This is an optimization exercise on Yosys and OpenROAD, whose aim is small area, a short achievable clock period and few clock cycles per item, not a production implementation. Function was checked by simulation only, so behaviour that the tests miss may differ from the original.

`flow/design.v`:
```
module lg_enc (
    input  wire        clk,
    input  wire        rst,           
    input  wire        cmd_valid,
    output wire        cmd_ready,
    input  wire [2:0]  cmd_ec,        
    input  wire        cmd_lossless,  
    input  wire        cmd_trg,
    input  wire        cmd_ev,
    input  wire [4:0]  cmd_pos,
    input  wire        cmd_load,      
    input  wire [11:0] cmd_pred1,
    input  wire [11:0] cmd_pred2,
    input  wire        smp_valid,
    output wire        smp_ready,
    input  wire [11:0] smp_data,
    output reg         out_valid,
    input  wire        out_ready,
    output reg  [31:0] out_data,
    output reg  [5:0]  out_len,
    output reg         out_last
);
    integer i;
    function [1:0] add3;
        input [1:0] x, y;
        reg   [2:0] t;
        begin
            t = x + y;
            add3 = (t >= 3'd6) ? 2'd0 : ((t >= 3'd3) ? t[1:0] - 2'd3 : t[1:0]);
        end
    endfunction
    function [4:0] mod12;
        input [11:0] t;
        input [2:0]  a;
        reg   [1:0]  m3;
        reg   [4:0]  h5, m5, m9, m17;
        reg   [5:0]  h9, h17;
        begin
            m3  = add3(add3(add3(t[1:0], t[3:2]), add3(t[5:4], t[7:6])), add3(t[9:8], t[11:10]));
            h5  = {3'b0, t[1:0]} + {3'b0, t[5:4]} + {3'b0, t[9:8]}
                + {3'b0, ~t[3:2]} + {3'b0, ~t[7:6]} + {3'b0, ~t[11:10]} + 5'd1;
            m5  = (h5 >= 5'd15) ? (h5 - 5'd15) : ((h5 >= 5'd10) ? (h5 - 5'd10) : ((h5 >= 5'd5) ? (h5 - 5'd5) : h5));
            h9  = {3'b0, t[2:0]} + {3'b0, t[8:6]} + {3'b0, ~t[5:3]} + {3'b0, ~t[11:9]} + 6'd4;
            m9  = (h9 >= 6'd27) ? (h9 - 6'd27) : ((h9 >= 6'd18) ? (h9 - 6'd18) : ((h9 >= 6'd9) ? (h9 - 6'd9) : h9));
            h17 = {2'b0, t[3:0]} + {2'b0, t[11:8]} + {2'b0, ~t[7:4]} + 6'd2;
            m17 = (h17 >= 6'd34) ? (h17 - 6'd34) : ((h17 >= 6'd17) ? (h17 - 6'd17) : h17);
            case (a)
                3'd1:    mod12 = {3'd0, m3};
                3'd2:    mod12 = m5;
                3'd3:    mod12 = m9;
                3'd4:    mod12 = m17;
                default: mod12 = 5'd0;
            endcase
        end
    endfunction
    function [4:0] subm;
        input [4:0] y, z, s;
        reg   [5:0] d;
        begin
            d = {1'b0, y} - {1'b0, z};
            subm = d[5] ? (d[4:0] + s) : d[4:0];
        end
    endfunction
    function [4:0] dblsub;
        input [4:0] y, z, s;
        reg   [6:0] d;
        begin
            d = {1'b0, y, 1'b0} - {2'b0, z};
            dblsub = d[6] ? (d[4:0] + s) : ((d[5:0] >= {1'b0, s}) ? (d[4:0] - s) : d[4:0]);
        end
    endfunction
    function [4:0] centre;
        input [4:0] w, s;
        input [3:0] e;
        begin
            centre = (w <= {1'b0, e}) ? w : (w - s);
        end
    endfunction
    reg         c_v;
    reg  [2:0]  c_a;        
    reg  [9:0]  c_hdr;      
    reg         c_load;
    reg  [11:0] c_p1, c_p2;
    reg         cr_o;       
    assign cmd_ready = cr_o;
    reg  [4:0]  j_in;       
    reg  [2:0]  ai;         
    reg         rdy;        
    reg         rdy_n;      
    reg  [1:0]  fcnt;       
    reg  [11:0] f0_x, f1_x;
    reg  [2:0]  f0_a, f1_a;
    reg         f0_first, f1_first;
    reg         s1_v;
    reg  [1:0]  s1_ph;      
    reg  [11:0] s1_x;
    reg  [4:0]  s1_rx;      
    reg  [9:0]  h_l;        
    reg  [9:0]  h_o;        
    reg         s2_v;
    reg  [12:0] s2_q;       
    reg  [2:0]  s2_a;
    reg         s3_v;
    reg  [12:0] s3_y;       
    reg  [2:0]  s3_a;
    reg         s4_v;
    reg  [12:0] s4_u;
    reg  [4:0]  j_w;        
    reg         a_valid;    
    reg  [4:0]  rd_f;       
    reg  [12:0] sr [0:31];
    reg  [12:0] hreg;
    reg         h_v;
    reg         hj;
    wire head_code = a_valid && !hj && !(h_v && rd_f == 5'd31);
    wire adv4  = (hj || !head_code || !h_v) && !(j_w == 5'd31 && a_valid);
    wire wr    = s4_v && adv4;
    wire dr    = !s4_v && (j_w == 5'd0) && a_valid && (hj || (head_code && !h_v));
    wire sh    = wr || dr;
    wire go3   = !s4_v || adv4;
    wire adv3  = s3_v && go3;
    wire go2   = !s3_v || go3;
    wire adv2  = s2_v && go2;
    wire go1   = !s2_v || go2;
    wire prep1 = s1_v && s1_ph[1];
    wire skip0 = pop && f0_first && (c_a == 3'd0);
    wire skip  = (pop && f0_first && !c_load && (c_a == el)) || skip0;
    wire take  = prep1 || skip;
    wire prep2 = s1_v && s1_ph[0];
    wire adv1  = s1_v && (s1_ph == 2'd0) && go1;
    wire free1 = !s1_v || adv1;
    wire pop   = (fcnt != 2'd0) && free1;
    assign smp_ready = !rdy_n;
    wire push  = smp_valid && rdy;
    reg  [11:0] x1, x2;
    reg  [2:0]  el;         
    reg  [3:0]  e_l;        
    wire [4:0]  s_l   = {e_l, 1'b1};                  
    wire [4:0]  c4095 = {1'b0, {4{e_l[3]}}};          
    reg  [4:0]  rho1;
    reg  [4:0]  rhop;
    reg  [11:0] pp_r;       
    wire [11:0] x1e = c_load ? c_p1 : x1;
    wire [11:0] x2e = c_load ? c_p2 : x2;
    wire [13:0] pp;
    ks_add #(14) u_pp (.a({1'b0, x1, 1'b0}), .b(~{2'b0, x2}), .ci(1'b1), .s(pp), .co());
    wire        p_neg = pp[13];
    wire        p_big = !pp[13] && pp[12];
    wire [11:0] mod_in = prep1 ? x1e : (prep2 ? pp_r : f0_x);
    wire [2:0]  mod_a  = prep1 ? c_a : (prep2 ? el : f0_a);
    wire [4:0]  mod_o  = mod12(mod_in, mod_a);
    wire [4:0]  sg_0 = centre(subm(5'd0,  s1_rx, s_l), s_l, e_l);
    wire [4:0]  sg_c = centre(subm(c4095, s1_rx, s_l), s_l, e_l);
    wire [4:0]  sg_p = centre(subm(rhop,  s1_rx, s_l), s_l, e_l);
    wire [4:0]  sg   = p_neg ? sg_0 : (p_big ? sg_c : sg_p);
    wire [7:0]  xh    = s1_x[11:4];
    wire [7:0]  xh_p  = xh + 8'd1;
    wire [7:0]  xh_m  = xh - 8'd1;
    wire        xh_0  = (xh == 8'd0);
    wire        xh_f  = (xh == 8'hFF);
    wire [5:0]  lo_0  = {2'b0, s1_x[3:0]} + {sg_0[4], sg_0};
    wire [5:0]  lo_c  = {2'b0, s1_x[3:0]} + {sg_c[4], sg_c};
    wire [5:0]  lo_p  = {2'b0, s1_x[3:0]} + {sg_p[4], sg_p};
    wire        n_0 = lo_0[5] && xh_0;
    wire        n_c = lo_c[5] && xh_0;
    wire        n_p = lo_p[5] && xh_0;
    wire        b_0 = !lo_0[5] && lo_0[4] && xh_f;
    wire        b_c = !lo_c[5] && lo_c[4] && xh_f;
    wire        b_p = !lo_p[5] && lo_p[4] && xh_f;
    wire [5:0]  lo     = p_neg ? lo_0 : (p_big ? lo_c : lo_p);
    wire        xu_neg = p_neg ? n_0 : (p_big ? n_c : n_p);
    wire        xu_big = p_neg ? b_0 : (p_big ? b_c : b_p);
    wire [7:0]  xu_h   = lo[5] ? xh_m : (lo[4] ? xh_p : xh);
    wire [11:0] xr     = xu_neg ? 12'd0 : (xu_big ? 12'd4095 : {xu_h, lo[3:0]});
    wire [4:0]  rn_0 = dblsub(5'd0,  rho1, s_l);
    wire [4:0]  rn_c = dblsub(c4095, rho1, s_l);
    wire [4:0]  rn_p = dblsub(rhop,  rho1, s_l);
    wire        r1_0 = xu_neg || (!xu_big && p_neg);
    wire        r1_c = !xu_neg && (xu_big || (!p_neg && p_big));
    wire [4:0]  rho1_n = r1_0 ? 5'd0 : (r1_c ? c4095 : rhop);
    wire [4:0]  rhop_n = r1_0 ? rn_0 : (r1_c ? rn_c : rn_p);
    wire [12:0] xmp  = p_neg ? {1'b0, s1_x} : (p_big ? ({1'b0, s1_x} - 13'd4095) : ({1'b0, s1_x} - {1'b0, pp[11:0]}));
    wire [12:0] v    = xmp + {{8{sg[4]}}, sg};
    wire [12:0] y0 = s2_q - (s2_q << s2_a);
    wire [12:0] y1 = y0 + (y0 << {s2_a, 1'b0});
    wire [12:0] y2 = s3_y + ((s3_a == 3'd4) ? 13'd0 : (s3_y << {s3_a, 2'b0}));
    wire [12:0] y3 = y2 + ((s3_a == 3'd1) ? (y2 << 8) : 13'd0);
    wire [12:0] q  = (s3_a == 3'd0) ? s3_y : y3;
    wire [12:0] u  = {q[11:0], 1'b0} ^ {13{q[12]}};
    reg  [12:0] mem [0:31];
    reg  [5:0]  rc  [0:12];     
    function [5:0] rc_add;
        input [5:0] base;
        input [5:0] b;
        input       ci;
        input       ovf;
        reg   [6:0] c;
        reg   [5:0] sm;
        integer k;
        begin
            c[0] = ci;
            for (k = 0; k < 6; k = k + 1) begin
                sm[k]  = base[k] ^ b[k] ^ c[k];
                c[k+1] = (base[k] & b[k]) | (base[k] & c[k]) | (b[k] & c[k]);
            end
            rc_add = (ovf || c[6]) ? 6'd63 : sm;
        end
    endfunction
    wire [18:0] ux = {6'd0, s4_u};
    reg  [5:0]  rc_n [0:12];
    always @* begin
        for (i = 0; i < 12; i = i + 1)
            rc_n[i] = rc_add((j_w == 5'd0) ? 6'd0 : rc[i], ux[i+1 +: 6], s4_u[i], (ux >> (i + 7)) != 19'd0);
        rc_n[12] = ((j_w == 5'd0) ? 6'd0 : rc[12]) + {5'd0, s4_u[12]};
    end
    reg  [3:0]  k_c;
    reg  [5:0]  sl [0:11];
    always @* begin
        k_c = 4'd12;
        for (i = 11; i >= 0; i = i - 1)
            if (!rc[i][5] || rc[i][4:0] == 5'd0)
                k_c = i[3:0];
        for (i = 0; i < 12; i = i + 1)
            sl[i] = rc[i][5] ? 6'd32 : rc[i];
    end
    wire [8:0] lsum = {3'd0, rc[12]} + sl[0] + sl[1] + sl[2] + sl[3] + sl[4] + sl[5]
                    + sl[6] + sl[7] + sl[8] + sl[9] + sl[10] + sl[11];
    wire       raw_c = lsum > 9'd384;
    reg         k_valid;
    reg  [3:0]  k_r;
    reg         raw_r;
    wire [3:0]  k_u   = k_valid ? k_r : k_c;
    wire        raw_u = k_valid ? raw_r : raw_c;
    reg         hdr_pend;    
    reg         cur_v;
    reg  [12:0] cur_ones;    
    reg         cur_fits;    
    reg  [5:0]  cur_len;     
    reg  [12:0] cur_dat;     
    reg         cur_raw;
    reg         cur_last;
    reg  [3:0]  cur_k;
    wire [12:0] uf      = h_v ? hreg : sr[31];
    wire [24:0] rot     = {12'd0, uf} << (4'd12 - k_u);
    wire [12:0] ones_f  = rot[24:12];
    wire [6:0]  tail_f  = {2'b0, ones_f[4:0]} + {3'd0, k_u} + 7'd1;
    wire        fits_f  = (ones_f[12:5] == 8'd0) && (tail_f <= 7'd32);
    wire [12:0] raw13   = uf[0] ? ~{1'b0, uf[12:1]} : {1'b0, uf[12:1]};
    wire [15:0] header  = {raw_u ? 4'd14 : k_u, h_o[9:7], h_o[6], h_o[5], 2'b00, h_o[4:0]};
    reg         sk_v;
    reg  [31:0] sk_data;
    reg  [5:0]  sk_len;
    reg         sk_last;
    wire can_emit = !out_valid || out_ready;
    wire go       = !sk_v;
    wire b_v      = cur_v || (hdr_pend && a_valid);
    wire send_hdr = go && !cur_v && hdr_pend && a_valid;
    wire consume  = go && cur_v && cur_fits;
    wire f_go     = (h_v || head_code) && (cur_v ? (cur_fits && !hdr_pend) : 1'b1);
    wire f_st     = (h_v || head_code) && !cur_v && !hdr_pend;
    wire fetch    = go ? f_go : f_st;
    wire signed [33:0] yv = {2'b10, cur_dat[12:1], 20'd0};
    wire [33:0] ysh     = yv >>> cur_ones[4:0];
    wire [5:0]  lng_len = (cur_ones >= 13'd32) ? 6'd32 : cur_ones[5:0];
    wire [12:0] ones_l  = (cur_ones[12:5] != 8'd0) ? {cur_ones[12:5] - 8'd1, cur_ones[4:0]} : 13'd0;
    wire [6:0]  tail_l  = {2'b0, ones_l[4:0]} + {3'd0, cur_k} + 7'd1;
    wire        fits_l  = (ones_l[12:5] == 8'd0) && (tail_l <= 7'd32);
    reg  [31:0] b_data;
    reg  [5:0]  b_len;
    always @* begin
        if (!cur_v) begin
            b_data = {header, 16'd0};
            b_len  = 6'd16;
        end else if (cur_fits) begin
            b_data = cur_raw ? {cur_dat, 19'd0} : ysh[32:1];
            b_len  = cur_len;
        end else begin
            b_data = 32'hFFFF_FFFF;
            b_len  = lng_len;
        end
    end
    always @(posedge clk) begin
        if (sh) begin
            sr[0] <= s4_u;
            for (i = 1; i < 32; i = i + 1)
                sr[i] <= sr[i-1];
        end
        if (!h_v && head_code && sh && !fetch)
            hreg <= sr[31];
        if (wr)
            for (i = 0; i < 13; i = i + 1)
                rc[i] <= rc_n[i];
        if (!c_v) begin
            c_a    <= (cmd_lossless || cmd_ec > 3'd4) ? 3'd0 : cmd_ec;
            c_hdr  <= {cmd_lossless ? 3'd0 : cmd_ec, cmd_trg, cmd_ev,
                       (cmd_trg | cmd_ev) ? cmd_pos : 5'd0};
            c_load <= cmd_load;
            c_p1   <= cmd_pred1;
            c_p2   <= cmd_pred2;
        end
        if (j_in == 5'd0)
            ai <= c_a;
        if (fcnt == 2'd0 || (fcnt == 2'd1 && pop)) begin
            f0_x     <= smp_data;
            f0_a     <= (j_in == 5'd0) ? c_a : ai;
            f0_first <= (j_in == 5'd0);
        end else if (pop) begin
            f0_x     <= f1_x;
            f0_a     <= f1_a;
            f0_first <= f1_first;
        end
        if (rdy) begin
            f1_x     <= smp_data;
            f1_a     <= (j_in == 5'd0) ? c_a : ai;
            f1_first <= (j_in == 5'd0);
        end
        if (pop) begin
            s1_x  <= f0_x;
            s1_rx <= mod_o;
        end
        if (take)
            h_l <= c_hdr;
        if (prep1)
            pp_r <= {x1e[10:0], 1'b0} - x2e;
        if (j_in == 5'd31)
            h_o <= h_l;
        if (adv1) begin
            s2_q <= v;
            s2_a <= el;
        end
        if (adv2) begin
            s3_y <= (s2_a == 3'd0) ? s2_q : y1;
            s3_a <= s2_a;
        end
        if (adv3)
            s4_u <= u;
        if (k_valid == 1'b0) begin
            k_r   <= k_c;
            raw_r <= raw_c;
        end
        if (can_emit) begin
            out_data <= sk_v ? sk_data : b_data;
            out_len  <= sk_v ? sk_len  : b_len;
            out_last <= sk_v ? sk_last : (cur_v && cur_fits && cur_last);
        end
        if (!sk_v) begin
            sk_data <= b_data;
            sk_len  <= b_len;
            sk_last <= cur_v && cur_fits && cur_last;
        end
        if (fetch) begin
            cur_ones <= ones_f;
            cur_fits <= raw_u || fits_f;
            cur_len  <= raw_u ? 6'd13 : tail_f[5:0];
            cur_dat  <= raw_u ? raw13 : {rot[11:0], 1'b0};
            cur_raw  <= raw_u;
            cur_last <= (rd_f == 5'd31);
            cur_k    <= k_u;
        end else if (go && cur_v && !cur_fits) begin
            cur_ones <= ones_l;
            cur_fits <= fits_l;
            cur_len  <= tail_l[5:0];
        end
        if (rst) begin
            c_v       <= 1'b0;
            j_in      <= 5'd0;
            rdy       <= 1'b0;
            fcnt      <= 2'd0;
            s1_v      <= 1'b0;
            s1_ph     <= 2'd0;
            s2_v      <= 1'b0;
            s3_v      <= 1'b0;
            s4_v      <= 1'b0;
            j_w       <= 5'd0;
            x1        <= 12'd2048;
            x2        <= 12'd2048;
            el        <= 3'd0;
            e_l       <= 4'd0;
            rho1      <= 5'd0;
            rhop      <= 5'd0;
            a_valid   <= 1'b0;
            rd_f      <= 5'd0;
            h_v       <= 1'b0;
            hj        <= 1'b0;
            k_valid   <= 1'b0;
            hdr_pend  <= 1'b0;
            cur_v     <= 1'b0;
            out_valid <= 1'b0;
            sk_v      <= 1'b0;
            cr_o      <= 1'b1;
            rdy_n     <= 1'b1;
        end else begin
            if (!c_v)
                c_v <= cmd_valid;
            else if (take)
                c_v <= 1'b0;
            j_in <= j_in + {4'd0, push};
            fcnt <= fcnt + {1'b0, push} - {1'b0, pop};
            rdy  <= (fcnt + {1'b0, rdy} - {1'b0, pop} < 2'd2) &&
                    ((c_v && !take) || (j_in != 5'd0 && j_in != 5'd31));
            rdy_n <= !((fcnt + {1'b0, rdy} - {1'b0, pop} < 2'd2) &&
                       ((c_v && !take) || (j_in != 5'd0 && j_in != 5'd31)));
            if (pop) begin
                s1_v  <= 1'b1;
                s1_ph <= {f0_first && !skip, 1'b0};
            end else if (adv1) begin
                s1_v  <= 1'b0;
            end
            if (prep1) begin
                s1_ph <= 2'd1;
                el    <= c_a;
                e_l   <= (c_a == 3'd0) ? 4'd0 : (4'd1 << (c_a - 3'd1));
                x1    <= x1e;
                x2    <= x2e;
                rho1  <= mod_o;
            end
            if (prep2) begin
                s1_ph <= 2'd0;
                rhop  <= mod_o;
            end
            if (adv1) begin
                x2   <= x1;
                x1   <= xr;
                rho1 <= rho1_n;
                rhop <= rhop_n;
            end
            if (skip0) begin
                el    <= 3'd0;
                e_l   <= 4'd0;
                rho1  <= 5'd0;
                rhop  <= 5'd0;
                if (c_load) begin
                    x1 <= c_p1;
                    x2 <= c_p2;
                end
            end
            if (adv1)
                s2_v <= 1'b1;
            else if (adv2)
                s2_v <= 1'b0;
            if (adv2)
                s3_v <= 1'b1;
            else if (adv3)
                s3_v <= 1'b0;
            if (adv3)
                s4_v <= 1'b1;
            else if (wr)
                s4_v <= 1'b0;
            if (wr) begin
                j_w <= j_w + 5'd1;
                if (j_w == 5'd31) begin
                    a_valid  <= 1'b1;
                    rd_f     <= 5'd0;
                    k_valid  <= 1'b0;
                    hdr_pend <= 1'b1;
                end
            end
            if (a_valid)
                k_valid <= 1'b1;
            if (send_hdr)
                hdr_pend <= 1'b0;
            if (h_v) begin
                if (fetch)
                    h_v <= 1'b0;
            end else if (head_code && sh && !fetch) begin
                h_v <= 1'b1;
            end
            if (sh)
                hj <= 1'b0;
            else if (!h_v && head_code && fetch)
                hj <= 1'b1;
            if (wr && j_w == 5'd31)
                hj <= 1'b0;
            if (fetch) begin
                rd_f <= rd_f + 5'd1;
                if (rd_f == 5'd31)
                    a_valid <= 1'b0;
            end
            if (fetch)
                cur_v <= 1'b1;
            else if (consume)
                cur_v <= 1'b0;
            if (can_emit)
                out_valid <= sk_v || b_v;
            if (sk_v)
                sk_v <= !can_emit;
            else
                sk_v <= b_v && !can_emit;
            cr_o <= c_v ? take : !cmd_valid;
        end
    end
endmodule
module ks_add #(parameter W = 8) (
    input  wire [W-1:0] a,
    input  wire [W-1:0] b,
    input  wire         ci,
    output wire [W-1:0] s,
    output wire         co
);
    reg [W-1:0] g, p, gn, pn, c;
    integer i, d;
    always @* begin
        g = a & b;
        p = a ^ b;
        g[0] = g[0] | (p[0] & ci);
        for (d = 1; d < W; d = d * 2) begin
            gn = g;
            pn = p;
            for (i = d; i < W; i = i + 1) begin
                gn[i] = g[i] | (p[i] & g[i-d]);
                pn[i] = p[i] & p[i-d];
            end
            g = gn;
            p = pn;
        end
        c = {g[W-2:0], ci};
    end
    assign s  = a ^ b ^ c;
    assign co = g[W-1];
endmodule
```
`flow/constraint.sdc`:
```
create_clock -name core_clock -period 35.0 [get_ports {clk}]
set_input_delay 7.0000 -clock core_clock [delete_from_list [all_inputs] [get_ports {clk}]]
set_output_delay 7.0000 -clock core_clock [all_outputs]
set_load 0.01 [all_outputs]
```
`flow/standard.sh`:
```
#!/bin/bash
# synth_recipe.tcl (not shown) runs the flow's synth.tcl, then flattens the netlist and writes it again
# the make line also repeats each setting of config.mk as NAME=value (left out here)
make -C /OpenROAD-flow-scripts/flow DESIGN_CONFIG=/design/flow/config.mk WORK_HOME=/design/flow/orfs CLKGATE_MAP_FILE= SYNTH_SCRIPT=/design/flow/synth_recipe.tcl "${@:-finish}"
```
`flow/config.mk`:
```
export PLATFORM = sky130hd
export DESIGN_NAME = lg_enc
export DESIGN_NICKNAME = lg_enc
export VERILOG_FILES = /design/flow/design.v
export SDC_FILE = /design/flow/constraint.sdc
export NUM_CORES = 4
export LEC_CHECK = 0
export CAP_MARGIN = 20
export CORE_MARGIN = 2
export CORE_UTILIZATION = 60
export SLEW_MARGIN = 20
```
`flow/flow/run.sh`:
```
#!/bin/bash
# The standard layout, with two changes to how it is made:
#  - the port buffers are sky130_fd_sc_hd__buf_4 instead of the default pick
#    (a delay buffer);
#  - clock tree synthesis runs without dummy loads, with sink clusters of
#    up to 24 flip-flops.
# make's full output goes to flow_make.log; ORFS keeps each step's log under
# orfs/logs.
set -euo pipefail
export BUFFER_PORTS_ARGS="-buffer_cell sky130_fd_sc_hd__buf_4"
export CTS_ARGS="-sink_clustering_enable -repair_clock_nets -dont_use_dummy_load -sink_clustering_size 24 -sink_clustering_max_diameter 120"
bash standard.sh > flow_make.log 2>&1
```
==> summary.md, run 1 <==
| Metric | Value |
|---|---|
| Status | complete, no violations |
| Peak Freq | 123 MHz |
| H-Tree Depth | 2 |
| Fin. max-slew vios | 0 |
| FF-to-FF path depth | 25 |
| CTS resizes | 0 |
| Hold Fails Final Rpt | 0 |
| IO buf count | 94 |
| Fin crit period | 8.15 ns |
| Wire per inst | 19.9 um |
| CTS buffer count | 43 |
| Setup CP Type | flip-flop to output pin |
| Simple-Gate Fraction of Synth Area | 0.114 |
| Fin util | 0.645 |
| HPWL Detailed | 76200 um |
| Area grow syn2layout | 6.12% |
| 1st-pass router iterations | 6 |
| Die H | 287 um |
| Final setup fails | 0 |
| Critical-path maximum fanout | 1 |
| Max clock buf depth | 3 |
| Yosys warnings | 6 |
| Startpoint Class | flip-flop |
| Synth Area in Compound Gates | 0.115 |
| Multi-input logic area | 21600 um^2 |
| CP cell instances | buf_4 |
| Avg Inst Size Synth | 11.7 um^2 |
| Clock Latency Late Sink | 0.61 ns |
| Reg-to-reg critical path endpoint | rho1[0] |
| RSZ-0062 raised after global routing | no |
| Area share of fa/ha/maj cells after synthesis | 0.138 |
| Flops & latches, synth | 872 |
| Placed Area | 50000 um^2 |
| CTS Hold Bufs | 0 |
| Reg clk slew, reported paths | 0.10 ns |
| Syn_nets | 4619 |
| Die X | 287 um |
| Worst slew pin tran | 1.03 ns |
| Origin of the critical flop-to-flop path | s1_v |
| Total Nets Final | 4658 |
| Data required, critical path | 28.00 ns |
| Synth Flop Type | edfxtp_1 |
| Slowest CP cell | edfxtp_1 |
| Delay-heaviest family, CP | flip-flops |
| Placer congestion estimate | 0.922 |
| XOR/XNOR Fraction of Synth Area | 0.0353 |
| Num Clock Sinks | 872 |
| # fillers | 6204 |
| Mapped Area | 48200 um^2 |
| Die area | 82500 um^2 |
| Max-cap violations | 0 |
| Final period util | 0.233 |
| Met3 Use GR | 0.0211 |
| Antenna cells | 0 |
| Post-synth cell types | 86 |
| Mux contribution to synthesized area | 0.0448 |
| Grt met2 use | 0.425 |
| Std-Cell Rows | 103 |
| Number of synthesized flops with an enable pin | 749 |
| Routed Antenna Nets | 0 |
| CP Capture Type | output pin |
| Critical path depth in cells | 1 |
| Largest family of logic cells by synthesized area | adder cells |
| Max incr delay on CP | 0.39 ns |
| Layout cells sized above 1 | 0.0811 |
| Initial antenna violation count | 1 |
| Initial DRC count | 2210 |
| Headroom to the max-slew limit | 0.316 |
| Critical Path End | out_len[3] |
| # IOs | 95 |
| Post-synth ARST share | 0 |
| Initial core utilization | 0.608 |
| GRT met1 Usage | 0.345 |
| Post-synthesis sequential area ratio | 0.518 |
| Via density | 5.89 |
| Root buffer selected by CTS | clkbuf_16 |
| Design Area, Final | 51100 um^2 |
| Clk_skew | 0.0630 ns |
| Critical path startpoint | out_len[3] |
| Setup TNS | 0 ns |
| Drt drc | 0 |
| HP Class | flip-flop to flip-flop |
| Number of global-route vias before repair | 29900 |
| Vias | 30700 |
| FF+latch area | 25000 um^2 |
| Worst R2R Setup Slack | 27.21 ns |
| Cells after Synth | 4132 |
| GRT Residual Overflow | 0 |
| Tot GR Track Use | 0.253 |
| WP buf/inv | 1 |
| Worst EP arrival | 1.15 ns |
| Largest net degree at the start of global routing | 185 |
| Post-CTS setup buffers | 0 |
| Total core area | 79300 um^2 |
| Drt total wl | 104000 um |
| Global-route wire length before repair | 163000 um |
| Top Usage Layer GRT | met2 |
| CTS tree | done |
[layout make-up]
type	instances	share of cell area
Multi-Input combinational cell	2827	0.423
Sequential cell	872	0.488
Tap cell	1050	0.0257
Inverter	292	0.0214
Clock buffer	43	0.0211
Timing Repair Buffer	135	0.0205
[metal layers]
metal  share of wire  vias to the layer above
li1                -                    15000
met1            0.44                    14900
met2            0.48                      714
met3           0.039                      163
met4           0.039                        0
met5               0                        -
[cells in the final DEF, fill, tap and decap left out, drive strengths merged, types with 28 or more instances in the layout]
cell,Yosys,routed
a211oi,58,58
a21o,55,55
a21oi,270,270
a31oi,28,28
and2,76,76
buf,29,135
clkbuf,112,43
dfxtp,123,123
edfxtp,749,749
fa,159,159
ha,275,275
inv,290,290
mux2,74,74
mux2i,112,112
nand2,293,293
nand2b,106,106
nand3,54,54
nor2,293,293
nor2b,68,68
nor3,71,71
o21a,32,32
o21ai,205,205
or2,51,51
xnor2,127,127
xor2,67,67
[registers in the layout, indices dropped and copies added (netlist names), 13 cells and up]
name,cells
cur_dat,13
cur_ones,13
out_data,32
s3_y,13
s4_u,13
hreg,13
rc,78
sr,416
sk_data,32
s2_q,13
[cell usage after synthesis, types with 112 or more instances]
cell type | instances | area (um^2)
a21oi_1 | 269 | 1350
clkbuf_1 | 112 | 420
dfxtp_1 | 123 | 2460
edfxtp_1 | 749 | 22500
fa_1 | 159 | 3180
ha_1 | 275 | 3440
inv_1 | 287 | 1080
mux2i_1 | 112 | 1120
nand2_1 | 293 | 1100
nor2_1 | 292 | 1100
o21ai_0 | 197 | 986
xnor2_1 | 127 | 1110
[worst register-to-register path, stage by stage, from the launching register on]
cell       delay, ns
dfxtp_1         0.67
and2_1          0.66
nand2_1         0.13
a31oi_1         0.68
xor2_1          0.15
ha_1            0.38
ha_1            0.23
or2_2           0.32
o21a_1          0.17
nor2_1          0.09
ha_1            0.17
fa_1            0.48
ha_1            0.33
nor2b_1         0.13
a21oi_1         0.12
o22ai_1         0.12
fa_1            0.65
ha_1            0.24
nor2_1          0.06
mux2_2          0.25
o21ai_0         0.13
o21ai_0         0.13
a32o_1          0.31
a21oi_1         0.71
a2bb2oi_1       0.21
a221oi_1        0.09
[cells by family (layout without fill, tap and decap cells)]
kind of cell / Yosys count / count (layout)
DFF: 872 / 872
and+or+nand+nor: 1124 / 1124
buffers and inverters: 433 / 470
muxes: 195 / 195
AOI/OAI and AO/OA: 880 / 880
adders and majority gates: 434 / 434
xor gates and xnor gates: 194 / 194
[how the worst min path moves through the flow]
stage               startpoint          to  cells past startpoint
floorplan             c_hdr[0]      h_l[0]                      0
global placement    sr[13][12]  sr[14][12]                      0
detailed placement   sr[9][12]  sr[10][12]                      0
CTS                  sr[13][1]   sr[14][1]                      0
global route         sr[13][1]   sr[14][1]                      0
finish               sr[13][1]   sr[14][1]                      0
[metrics by stage]
step	instances	worst slack, ns	hold slack, ns
6_report	5219	26.85	0.389
3_5_place_dp	5175	26.42	0.405
4_1_cts	5218	26.80	0.390
5_1_grt	5219	26.68	0.392
3_3_place_gp	5175	26.41	0.400
2_1_floorplan	4132	18.41	0.400
Testbench counts, summed over its fixed seeds: cycles 11,120, blocks 320.
==> run 2, diff against run 1 <==
--- a/flow/design.v
+++ b/flow/design.v
@@ -110,11 +110,4 @@
     reg  [4:0]  rd_f;       
-    reg  [12:0] sr [0:31];
-    reg  [12:0] hreg;
-    reg         h_v;
-    reg         hj;
-    wire head_code = a_valid && !hj && !(h_v && rd_f == 5'd31);
-    wire adv4  = (hj || !head_code || !h_v) && !(j_w == 5'd31 && a_valid);
+    wire adv4  = !a_valid || (j_w < rd_f);
     wire wr    = s4_v && adv4;
-    wire dr    = !s4_v && (j_w == 5'd0) && a_valid && (hj || (head_code && !h_v));
-    wire sh    = wr || dr;
     wire go3   = !s4_v || adv4;
@@ -242,3 +235,3 @@
     reg  [3:0]  cur_k;
-    wire [12:0] uf      = h_v ? hreg : sr[31];
+    wire [12:0] uf      = mem[rd_f];
     wire [24:0] rot     = {12'd0, uf} << (4'd12 - k_u);
@@ -258,4 +251,4 @@
     wire consume  = go && cur_v && cur_fits;
-    wire f_go     = (h_v || head_code) && (cur_v ? (cur_fits && !hdr_pend) : 1'b1);
-    wire f_st     = (h_v || head_code) && !cur_v && !hdr_pend;
+    wire f_go     = a_valid && (cur_v ? (cur_fits && !hdr_pend) : 1'b1);
+    wire f_st     = a_valid && !cur_v && !hdr_pend;
     wire fetch    = go ? f_go : f_st;
@@ -282,9 +275,4 @@
     always @(posedge clk) begin
-        if (sh) begin
-            sr[0] <= s4_u;
-            for (i = 1; i < 32; i = i + 1)
-                sr[i] <= sr[i-1];
-        end
-        if (!h_v && head_code && sh && !fetch)
-            hreg <= sr[31];
+        if (wr)
+            mem[j_w] <= s4_u;
         if (wr)
@@ -382,4 +370,2 @@
             rd_f      <= 5'd0;
-            h_v       <= 1'b0;
-            hj        <= 1'b0;
             k_valid   <= 1'b0;
@@ -461,14 +447,2 @@
                 hdr_pend <= 1'b0;
-            if (h_v) begin
-                if (fetch)
-                    h_v <= 1'b0;
-            end else if (head_code && sh && !fetch) begin
-                h_v <= 1'b1;
-            end
-            if (sh)
-                hj <= 1'b0;
-            else if (!h_v && head_code && fetch)
-                hj <= 1'b1;
-            if (wr && j_w == 5'd31)
-                hj <= 1'b0;
             if (fetch) begin
==> run 2 against run 1 <==
Compared with the run above: register-to-register slack lost 0.15 ns; global-route usage grew 3.6 points; first-iteration DRC count grew 39%; critical path depth is the same.
==> summary.md, run 2 <==
| Metric | Value |
|---|---|
| Max incr delay on CP | 0.43 ns (+0.04 ns) |
| Top post-synthesis cells by count | edfxtp_1, nor2_1, nand2_1 |
| Biggest regs | mem: 416 flops, rc: 78 flops |
| CTS buffer count | 43 (unchanged) |
| Post-synthesis sequential area ratio | 0.481 (-0.0371) |
| 1st-pass router iterations | 6 (unchanged) |
| Area leader, netlist | edfxtp_1 |
| FF-to-FF path depth | 23 (-8.0%) |
| HP Class | flip-flop to flip-flop |
| Origin of the critical flop-to-flop path | s1_v |
| Worst R2R Setup Slack | 27.06 ns (-0.15 ns) |
| Reg-to-reg critical path endpoint | rhop[1] |
| Design Area, Final | 54500 um^2 (+6.6%) |
| Reg clk slew, reported paths | 0.09 ns (about the same) |
| Synth Flop Type | edfxtp_1 |
| Syn_nets | 4914 (+6.4%) |
| Clock Latency Late Sink | 0.62 ns (about the same) |
| Commonest cells after routing, fill and taps aside | edfxtp_1, nor2_1, nand2_1 |
| Tot GR Track Use | 0.289 (+0.0362) |
| Commonest non-fill, non-tap cell in the layout | edfxtp_1 |
| Fin crit period | 8.19 ns (+0.0389 ns) |
| GRT Residual Overflow | 0 (unchanged) |
| RSZ-0062 raised after global routing | no |
| Post-CTS setup buffers | 0 (unchanged) |
| Drt drc | 0 (unchanged) |
| CTS Hold Bufs | 0 (unchanged) |
| Post-synth cell types | 105 (+22%) |
| Hold Fails Final Rpt | 0 (unchanged) |
| Mapped Area | 51200 um^2 (+6.3%) |
| Synth top area share | 0.432 (-0.0353) |
| Largest register by flop count | mem |
| Yosys warnings | 5 (-1) |
| Max-cap violations | 0 (unchanged) |
| Initial DRC count | 3077 (+39%) |
| Root buffer selected by CTS | clkbuf_16 |
| Die X | 296 um (+3.1%) |
| Area grow syn2layout | 6.40% |
| Data required, critical path | 28.00 ns (about the same) |
| Worst EP arrival | 1.19 ns (+0.04 ns) |
| Routed Antenna Nets | 0 (unchanged) |
| Worst slew pin tran | 1.13 ns (+0.106 ns) |
| CTS tree | done |
| WP buf/inv | 1 (unchanged) |
| Area contributors post-synth | edfxtp_1, ha_1, fa_1, dfxtp_1, mux4_2 |
| Initial core utilization | 0.603 (-0.00457) |
| Num Clock Sinks | 862 (-1.1%) |
| Number of synthesized flops with an enable pin | 736 (-1.7%) |
| Total core area | 84900 um^2 (+7.1%) |
| Dominant cell by count in the synthesized netlist | edfxtp_1 |
| Std-Cell Rows | 107 (+3.9%) |
| Via density | 6.12 (+3.9%) |
| Largest net degree at the start of global routing | 76 (-59%) |
| Die H | 296 um (+3.1%) |
| Layout cells sized above 1 | 0.106 (+0.0245) |
| Cells after Synth | 4422 (+7.0%) |
| Vias | 34500 (+12%) |
| Total Nets Final | 4982 (+7.0%) |
| Flops & latches, synth | 862 (-1.1%) |
| Headroom to the max-slew limit | 0.245 (-0.0707) |
| Min-delay src | c_hdr[7] |
| WHS Endpoint | h_l[7] |
| Max clock buf depth | 3 (unchanged) |
| CP Capture Type | output pin |
| Final period util | 0.234 (+0.00111) |
| IO buf count | 94 (unchanged) |
| Slowest CP cell | dfxtp_1 |
| # IOs | 95 (unchanged) |
| Die area | 87700 um^2 (+6.2%) |
| Clk_skew | 0.0562 ns (-0.00681 ns) |
| H-Tree Depth | 2 (unchanged) |
| Setup CP Type | flip-flop to output pin |
| Critical-path maximum fanout | 2 (+1) |
| Post-synth ARST share | 0 (unchanged) |
| Peak Freq | 122 MHz (-0.47%) |
| CP cell instances | buf_4 |
| Avg Inst Size Synth | 11.6 um^2 (-0.68%) |
| Antenna cells | 0 (unchanged) |
| Multi-input logic area | 24800 um^2 (+15%) |
| Critical path startpoint | out_valid |
| HPWL Detailed | 92000 um (+21%) |
| Initial antenna violation count | 2 (+1) |
| Max reg flops | 416 (unchanged) |
| Number of global-route vias before repair | 33100 (+11%) |
| Placed Area | 53400 um^2 (+6.8%) |
| Global-route wire length before repair | 195000 um (+19%) |
| Placer congestion estimate | 0.902 (-2.1%) |
| Fin. max-slew vios | 0 (unchanged) |
| Final setup fails | 0 (unchanged) |
| Status | complete, no violations |
| # fillers | 6799 (+9.6%) |
| Setup TNS | 0 ns (unchanged) |
| Startpoint Class | flip-flop |
| Wire per inst | 22.4 um (+13%) |
| FF+latch area | 24600 um^2 (-1.3%) |
| Delay-heaviest family, CP | flip-flops |
| CTS resizes | 0 (unchanged) |
| Hold Path Stages | 0 (unchanged) |
| Drt total wl | 126000 um (+21%) |
| Fin util | 0.642 (-0.00319) |
[run 2: changes by cell type in the layout (fill, tap and decap cells not counted), moves of 15 or more]
cell,change
nor2_1,+37
a21o_1,+15
a22oi_1,+55
a21oi_1,-28
mux2i_1,+66
mux4_2,+71
nand3_1,+31
buf_4,+56
[run 2: how the worst max path moves through the flow]
stage                  end  slack (ns)  cells after the start
6_report         out_valid       26.81                      1
3_3_place_gp        x1[11]       26.65                      5
5_1_grt            rhop[1]       26.48                     23
4_1_cts          out_valid       26.77                      1
3_5_place_dp        x1[11]       26.55                      5
2_1_floorplan  out_data[0]       26.58                      1
[run 2: final cells by class]
| type | instances | share of cell area |
|---|---|---|
| multi-input cells | 3107 | 0.455 |
| flip-flops and latches | 862 | 0.452 |
| clock buffers | 43 | 0.0198 |
| repair buffers | 188 | 0.0259 |
| well taps | 1144 | 0.0263 |
| inverters | 288 | 0.0203 |
[run 2: cells by family after synthesis]
family	share of synthesized area
adders and majority gates	0.131
xor gates and xnor gates	0.0349
muxes	0.0845
DFF	0.481
buffers and inverters	0.0352
and+or+nand+nor	0.115
AOI/OAI and AO/OA	0.119
[run 2: through the flow]
stage	setup WS (ns)	hold slack [ns]	instances
2_1_floorplan	26.58	0.400	4422
3_3_place_gp	26.65	0.404	5589
3_5_place_dp	26.55	0.405	5589
4_1_cts	26.77	0.427	5632
5_1_grt	26.48	0.441	5632
6_report	26.81	0.426	5632
[run 2: routing by layer]
layer / vias up / track usage / routed length (um) / share of wire
met5: - / 0 / 0 / 0
met4: 0 / 0.0866 / 3940 / 0.031
met3: 191 / 0.0290 / 7630 / 0.061
met2: 1117 / 0.454 / 57900 / 0.46
met1: 16900 / 0.428 / 56400 / 0.45
li1: 16200 / - / - / -
Testbench counts of run 2, summed over its fixed seeds: cycles 11,146, blocks 320.
==> run 3, diff against run 2 <==
--- a/flow/design.v
+++ b/flow/design.v
@@ -118,4 +118,3 @@
     wire prep1 = s1_v && s1_ph[1];
-    wire skip0 = pop && f0_first && (c_a == 3'd0);
-    wire skip  = (pop && f0_first && !c_load && (c_a == el)) || skip0;
+    wire skip  = pop && f0_first && !c_load && (c_a == el);
     wire take  = prep1 || skip;
@@ -412,12 +411,2 @@
             end
-            if (skip0) begin
-                el    <= 3'd0;
-                e_l   <= 4'd0;
-                rho1  <= 5'd0;
-                rhop  <= 5'd0;
-                if (c_load) begin
-                    x1 <= c_p1;
-                    x2 <= c_p2;
-                end
-            end
             if (adv1)
==> run 3 against run 2 <==
Compared with the run above: fmax grew 0.33%; sequential share of layout area grew 0.40 points.
==> summary.md, run 3 <==
| Metric | Value |
|---|---|
| Max-cap violations | 0 (unchanged) |
| CTS Hold Bufs | 0 (unchanged) |
| Delay-heaviest family, CP | flip-flops |
| Antenna cells | 0 (unchanged) |
| Tot GR Track Use | 0.288 (-0.00151) |
| Placer congestion estimate | 0.894 (-0.93%) |
| Area grow syn2layout | 6.25% |
| Worst slack, placed | 26.74 ns (+0.187 ns) |
| FF-to-FF path depth | 23 (unchanged) |
| Final setup fails | 0 (unchanged) |
| Fin. max-slew vios | 0 (unchanged) |
| RSZ-0062 raised after global routing | no |
| Area leader, netlist | edfxtp_1 |
| Clk_skew | 0.0631 ns (+0.00694 ns) |
| Drt drc | 0 (unchanged) |
| Commonest cells after routing, fill and taps aside | edfxtp_1, nor2_1, nand2_1 |
| Slowest CP cell | edfxtp_1 |
| WP buf/inv | 1 (unchanged) |
| Post-synth ARST share | 0 (unchanged) |
| Vias | 33700 (-2.3%) |
| Worst R2R Setup Slack | 27.11 ns (+0.05 ns) |
| Dominant cell by count in the synthesized netlist | edfxtp_1 |
| Yosys warnings | 5 (unchanged) |
| Post-synth cell types | 100 (-4.8%) |
| Largest net degree at the start of global routing | 76 (unchanged) |
| CTS resizes | 0 (unchanged) |
| Biggest regs | mem: 416 flops, rc: 78 flops |
| Data required, critical path | 28.00 ns (about the same) |
| Cells after Synth | 4350 (-1.6%) |
| Area contributors post-synth | edfxtp_1, ha_1, fa_1, dfxtp_1, mux4_2 |
| Origin of the critical flop-to-flop path | s1_v |
| Total core area | 83700 um^2 (-1.4%) |
| H-Tree Depth | 2 (unchanged) |
| Max incr delay on CP | 0.40 ns (-0.03 ns) |
| Critical-path maximum fanout | 1 (-1) |
| Wire per inst | 22.4 um (+0.31%) |
| Final period util | 0.233 (-0.000760) |
| Number of global-route vias before repair | 32300 (-2.2%) |
| Initial DRC count | 2988 (-2.9%) |
| Root buffer selected by CTS | clkbuf_16 |
| Worst EP arrival | 1.16 ns (-0.03 ns) |
| IO buf count | 94 (unchanged) |
| Via density | 6.08 (-0.62%) |
| CTS tree | done |
| # IOs | 95 (unchanged) |
| Fin crit period | 8.16 ns (-0.0266 ns) |
| Synth top area share | 0.435 (+0.00317) |
| Max clock buf depth | 3 (unchanged) |
| GRT Residual Overflow | 0 (unchanged) |
| Die X | 295 um (-0.36%) |
| Status | complete, no violations |
| Drt total wl | 124000 um (-1.4%) |
| Initial core utilization | 0.607 (+0.00413) |
| Largest register by flop count | mem |
| Peak Freq | 122 MHz (+0.33%) |
| Total Nets Final | 4895 (-1.7%) |
| Clock Latency Late Sink | 0.64 ns (+0.02 ns) |
| Startpoint Class | flip-flop |
| Routed Antenna Nets | 0 (unchanged) |
| Std-Cell Rows | 106 (-0.93%) |
| Top post-synthesis cells by count | edfxtp_1, nor2_1, nand2_1 |
| CP cell instances | buf_4 |
| Number of synthesized flops with an enable pin | 736 (unchanged) |
| Flops & latches, synth | 862 (unchanged) |
| # fillers | 6486 (-4.6%) |
| Post-CTS setup buffers | 0 (unchanged) |
| Die H | 295 um (-0.36%) |
| HP Class | flip-flop to flip-flop |
| Num Clock Sinks | 862 (unchanged) |
| Avg Inst Size Synth | 11.7 um^2 (+0.91%) |
| Initial antenna violation count | 0 (-2) |
| Worst slew pin tran | 1.13 ns (-0.000240 ns) |
| Headroom to the max-slew limit | 0.245 (about the same) |
| Layout cells sized above 1 | 0.114 (+0.00848) |
| Synth Flop Type | edfxtp_1 |
| CTS buffer count | 42 (-2.3%) |
| Reg clk slew, reported paths | 0.09 ns (about the same) |
| Mapped Area | 50800 um^2 (-0.73%) |
| Setup TNS | 0 ns (unchanged) |
| Commonest non-fill, non-tap cell in the layout | edfxtp_1 |
| Critical path depth in cells | 1 (unchanged) |
| Critical Path End | out_data[21] |
| Hold Fails Final Rpt | 0 (unchanged) |
| Syn_nets | 4843 (-1.4%) |
| HPWL Detailed | 90100 um (-2.1%) |
| Global-route wire length before repair | 192000 um (-1.4%) |
| Fin worst setup slack | 26.84 ns (+0.0266 ns) |
| Post-synthesis sequential area ratio | 0.485 (+0.00353) |
| Reg-to-reg critical path endpoint | rho1[0] |
| Max reg flops | 416 (unchanged) |
| Critical path startpoint | out_data[21] |
| Setup CP Type | flip-flop to output pin |
| Die area | 87000 um^2 (-0.72%) |
| 1st-pass router iterations | 6 (unchanged) |
| CP Capture Type | output pin |
run 3: cells by family after synthesis:
group           count (synthesis)  share of synthesized area
compound gates                917                      0.115
xor+xnor                      203                     0.0351
fa+ha+maj                     440                      0.132
buf+inv                       439                     0.0332
flops                         862                      0.485
mux                           338                     0.0882
simple gates                 1151                      0.112
run 3: worst min path at each step:
stage	from	endpoint	slack [ns]	depth (start not counted)
2_1_floorplan	c_hdr[0]	h_l[0]	0.40	0
3_3_place_gp	h_l[4]	h_o[4]	0.40	0
3_5_place_dp	h_l[2]	h_o[2]	0.40	0
4_1_cts	h_l[7]	h_o[7]	0.42	0
5_1_grt	h_l[7]	h_o[7]	0.42	0
6_report	h_l[7]	h_o[7]	0.41	0
run 3: layer usage:
metal / global-route usage / up-vias / part of all wire
met2: 0.457 / 1017 / 0.46
met5: 0 / - / 0
met4: 0.0615 / 0 / 0.020
met1: 0.434 / 16600 / 0.46
li1: - / 15900 / -
met3: 0.0274 / 117 / 0.060
run 3: cell type report:
class	instances	area (um^2)	area share
Multi-Input combinational cell	3049	24600	0.455
Clock buffer	42	1050	0.0195
Tap cell	1134	1420	0.0263
Timing Repair Buffer	171	1280	0.0238
Inverter	276	1040	0.0192
Sequential cell	862	24600	0.456
run 3: metrics by stage:
step | std cells | util | area [um^2] | hold WS, ns
3_3_place_gp | 5492 | 0.632 | 52900 | 0.402
3_5_place_dp | 5492 | 0.632 | 52900 | 0.405
2_1_floorplan | 4350 | - | 50800 | 0.400
4_1_cts | 5534 | 0.645 | 54000 | 0.419
6_report | 5534 | 0.645 | 54000 | 0.407
5_1_grt | 5534 | 0.645 | 54000 | 0.416
Testbench counts of run 3, summed over its fixed seeds: cycles 11,190, blocks 320.
==> run 4, diff against run 3 <==
--- a/flow/design.v
+++ b/flow/design.v
@@ -133,3 +133,2 @@
     reg  [4:0]  rhop;
-    reg  [11:0] pp_r;       
     wire [11:0] x1e = c_load ? c_p1 : x1;
@@ -140,3 +139,3 @@
     wire        p_big = !pp[13] && pp[12];
-    wire [11:0] mod_in = prep1 ? x1e : (prep2 ? pp_r : f0_x);
+    wire [11:0] mod_in = prep1 ? x1e : (prep2 ? pp[11:0] : f0_x);
     wire [2:0]  mod_a  = prep1 ? c_a : (prep2 ? el : f0_a);
@@ -309,4 +308,2 @@
             h_l <= c_hdr;
-        if (prep1)
-            pp_r <= {x1e[10:0], 1'b0} - x2e;
         if (j_in == 5'd31)
==> flow/flow/run.sh (replaced) <==
#!/bin/bash
# The standard layout, with two changes to how it is made:
#  - the port buffers are sky130_fd_sc_hd__buf_4 instead of the default pick
#    (a delay buffer);
#  - clock tree synthesis runs without dummy loads.
# make's full output goes to flow_make.log; ORFS keeps each step's log under
# orfs/logs.
set -euo pipefail
export BUFFER_PORTS_ARGS="-buffer_cell sky130_fd_sc_hd__buf_4"
export CTS_ARGS="-sink_clustering_enable -repair_clock_nets -dont_use_dummy_load"
bash standard.sh > flow_make.log 2>&1
==> run 4 against run 3 <==
Compared with the run above: still clean; worst setup slack improved by 0.013 ns; first-iteration DRC count fell by 20%; sequential share of layout area fell by 1.1 points.
==> summary.md, run 4 <==
| Metric | Value |
|---|---|
| Total core area | 83300 um^2 (-0.48%) |
| CTS tree | done |
| Max incr delay on CP | 0.38 ns (-0.02 ns) |
| CP cell instances | buf_4 |
| 1st-pass router iterations | 5 (-1) |
| Delay-heaviest family, CP | flip-flops |
| Final setup fails | 0 (unchanged) |
| Syn_nets | 4837 (-0.12%) |
| Via density | 6.11 (+0.43%) |
| Commonest cells after routing, fill and taps aside | edfxtp_1, nand2_1, nor2_1 |
| Post-synthesis sequential area ratio | 0.483 (-0.00178) |
| Number of synthesized flops with an enable pin | 724 (-1.6%) |
| Area share of fa/ha/maj cells after synthesis | 0.131 (-0.00102) |
| Top post-synthesis cells by count | edfxtp_1, nand2_1, nor2_1 |
| Initial antenna violation count | 0 (unchanged) |
| Initial DRC count | 2391 (-20%) |
| IO buf count | 94 (unchanged) |
| Routed Antenna Nets | 0 (unchanged) |
| Synth Area in Compound Gates | 0.121 (+0.00616) |
| Fin. max-slew vios | 0 (unchanged) |
| CTS Hold Bufs | 0 (unchanged) |
| CP Capture Type | output pin |
| Setup CP Type | flip-flop to output pin |
| HP Class | flip-flop to flip-flop |
| Largest net degree at the start of global routing | 76 (unchanged) |
| CTS resizes | 0 (unchanged) |
| Area leader, netlist | edfxtp_1 |
| # IOs | 95 (unchanged) |
| Layout cells sized above 1 | 0.111 (-0.00275) |
| Drt drc | 0 (unchanged) |
| FF+latch area | 24300 um^2 (-1.5%) |
| Multi-input logic area | 24400 um^2 (-0.74%) |
| Post-synth cell types | 102 (+2.0%) |
| Reg clk slew, reported paths | 0.06 ns (-0.03 ns) |
| HPWL Detailed | 84900 um (-5.8%) |
| H-Tree Depth | 3 (+1) |
| XOR/XNOR Fraction of Synth Area | 0.0317 (-0.00344) |
| Area contributors post-synth | edfxtp_1, ha_1, fa_1, dfxtp_1, mux2i_1 |
| Vias | 33700 (+0.14%) |
| Placed Area | 52300 um^2 (-1.2%) |
| Data required, critical path | 28.00 ns (about the same) |
| Design Area, Final | 54500 um^2 (+0.96%) |
| Critical-path maximum fanout | 1 (unchanged) |
| RSZ-0062 raised after global routing | no |
| Status | complete, no violations |
| Synth top area share | 0.433 (-0.00233) |
| Worst EP arrival | 1.15 ns (about the same) |
| GRT Residual Overflow | 0 (unchanged) |
| Dominant cell by count in the synthesized netlist | edfxtp_1 |
| Global-route wire length before repair | 188000 um (-1.8%) |
| Largest family of logic cells by synthesized area | adder cells |
| Num Clock Sinks | 850 (-1.4%) |
| Die X | 293 um (-0.54%) |
| Hold Path Stages | 0 (unchanged) |
| Std-Cell Rows | 106 (unchanged) |
| Tot GR Track Use | 0.281 (-0.00635) |
| Clock Latency Late Sink | 0.65 ns (about the same) |
| Simple-Gate Fraction of Synth Area | 0.119 (+0.00739) |
| Critical path depth in cells | 1 (unchanged) |
| Placer congestion estimate | 0.905 (+1.2%) |
| Root buffer selected by CTS | clkbuf_16 |
| Total Nets Final | 4922 (+0.55%) |
| Slowest CP cell | edfxtp_1 |
| Flops & latches, synth | 850 (-1.4%) |
| Area grow syn2layout | 8.47% |
| Biggest regs | mem: 416 flops, rc: 78 flops |
| Headroom to the max-slew limit | 0.261 (+0.0160) |
| Largest register by flop count | mem |
| Final Non-Filler Cells | 5518 (-0.29%) |
| Initial core utilization | 0.603 (-0.00381) |
| Startpoint Class | flip-flop |
| Clk_skew | 0.0845 ns (+0.0214 ns) |
| Peak Freq | 123 MHz (+0.16%) |
| Fin crit period | 8.15 ns (-0.0132 ns) |
| CTS buffer count | 89 (+110%) |
| Yosys warnings | 5 (unchanged) |
| Hold Fails Final Rpt | 0 (unchanged) |
| Wire per inst | 21.9 um (-2.4%) |
| Worst slew pin tran | 1.11 ns (-0.0240 ns) |
| Synth Flop Type | edfxtp_1 |
| Cells after DPL | 5428 (-1.2%) |
| Avg Inst Size Synth | 11.5 um^2 (-1.2%) |
| Drt total wl | 121000 um (-2.7%) |
| FF-to-FF path depth | 30 (+30%) |
| Setup TNS | 0 ns (unchanged) |
| Mux contribution to synthesized area | 0.0800 (-0.00816) |
| Post-CTS setup buffers | 0 (unchanged) |
| Mapped Area | 50300 um^2 (-1.1%) |
| Max clock buf depth | 3 (unchanged) |
| Commonest non-fill, non-tap cell in the layout | edfxtp_1 |
| Max reg flops | 416 (unchanged) |
| Number of global-route vias before repair | 33200 (+2.6%) |
| Die area | 86100 um^2 (-1.1%) |
| Final period util | 0.233 (-0.000377) |
| WP buf/inv | 1 (unchanged) |
| Die H | 293 um (-0.54%) |
| Max-cap violations | 0 (unchanged) |
| Cells after Synth | 4354 (+0.092%) |
| Post-synth ARST share | 0 (unchanged) |
| # fillers | 6407 (-1.2%) |
## run 4: final timing paths
kind	slack (ns)	start	end
worst max-delay path	26.85	out_data[17]	out_data[17]
worst min-delay path	0.40	h_l[3]	h_o[3]
worst max register to register	27.06	x1[0]	rho1[2]
worst min register to register	0.40	h_l[3]	h_o[3]
## run 4: cells by family after synthesis
| family | after synthesis |
|---|---|
| adder cells (fa/ha/maj) | 430 |
| buffers and inverters | 445 |
| AO/OA/AOI/OAI | 924 |
| XOR/XNOR | 181 |
| multiplexers | 309 |
| AND/OR/NAND/NOR | 1215 |
| flip-flops | 850 |
## run 4: layer usage
layer  GRT usage  vias up  share of wire
met5           0        -              0
met2       0.490      832           0.50
li1            -    16100              -
met1       0.373    16600           0.43
met4      0.0839        0          0.028
met3      0.0298      194          0.044
## run 4: per-stage QoR
step	util	hold WS, ns	setup slack [ns]
after floorplan	-	0.400	26.58
final	0.654	0.401	26.85
after global placement	0.627	0.401	26.29
after global routing	0.654	0.415	26.39
after detailed placement	0.628	0.405	26.28
after CTS	0.654	0.402	26.82
## run 4: cell type report
| class | instances | area share |
|---|---|---|
| clock buffers | 89 | 0.0409 |
| well taps | 1080 | 0.0248 |
| inverters | 273 | 0.0188 |
| repair buffers | 166 | 0.0229 |
| flip-flops and latches | 850 | 0.445 |
| diodes | 1 | 0.0000459 |
| multi-input cells | 3059 | 0.447 |
Testbench counts of run 4, summed over its fixed seeds: cycles 11,190, blocks 320.

[afterwards: timing with drivers on the ports]
No port has a modelled driver above. Below, the same layouts with a new extraction and two added sets of constraints.
Step 1, drivers: a clkbuf_16 drives clk and a buf_2 each remaining input, both assumed.
Step 2 times the ports against the registers' clock, not the clock port: input delays grow and output delays shrink by t, the midpoint of the rising clock arrivals with the driver on.
a / b / c = ideal / step 1 / step 2; a / b = the first two.
| run | t, ns | setup WS [ns] | worst setup path after step 2 |
|---|---|---|---|
| run 1 | 0.651 | 26.848 / 26.780 / 26.357 | input to register |
| run 2 | 0.670 | 26.809 / 26.742 / 26.534 | input to register |
| run 3 | 0.660 | 26.836 / 26.770 / 26.756 | input to register |
| run 4 | 0.679 | 26.849 / 26.780 / 26.222 | input to register |
After both steps every run listed still meets setup and hold. The setup slack of run 4, which loses most, moves by -0.069 ns with the drivers and by -0.627 ns with both steps.
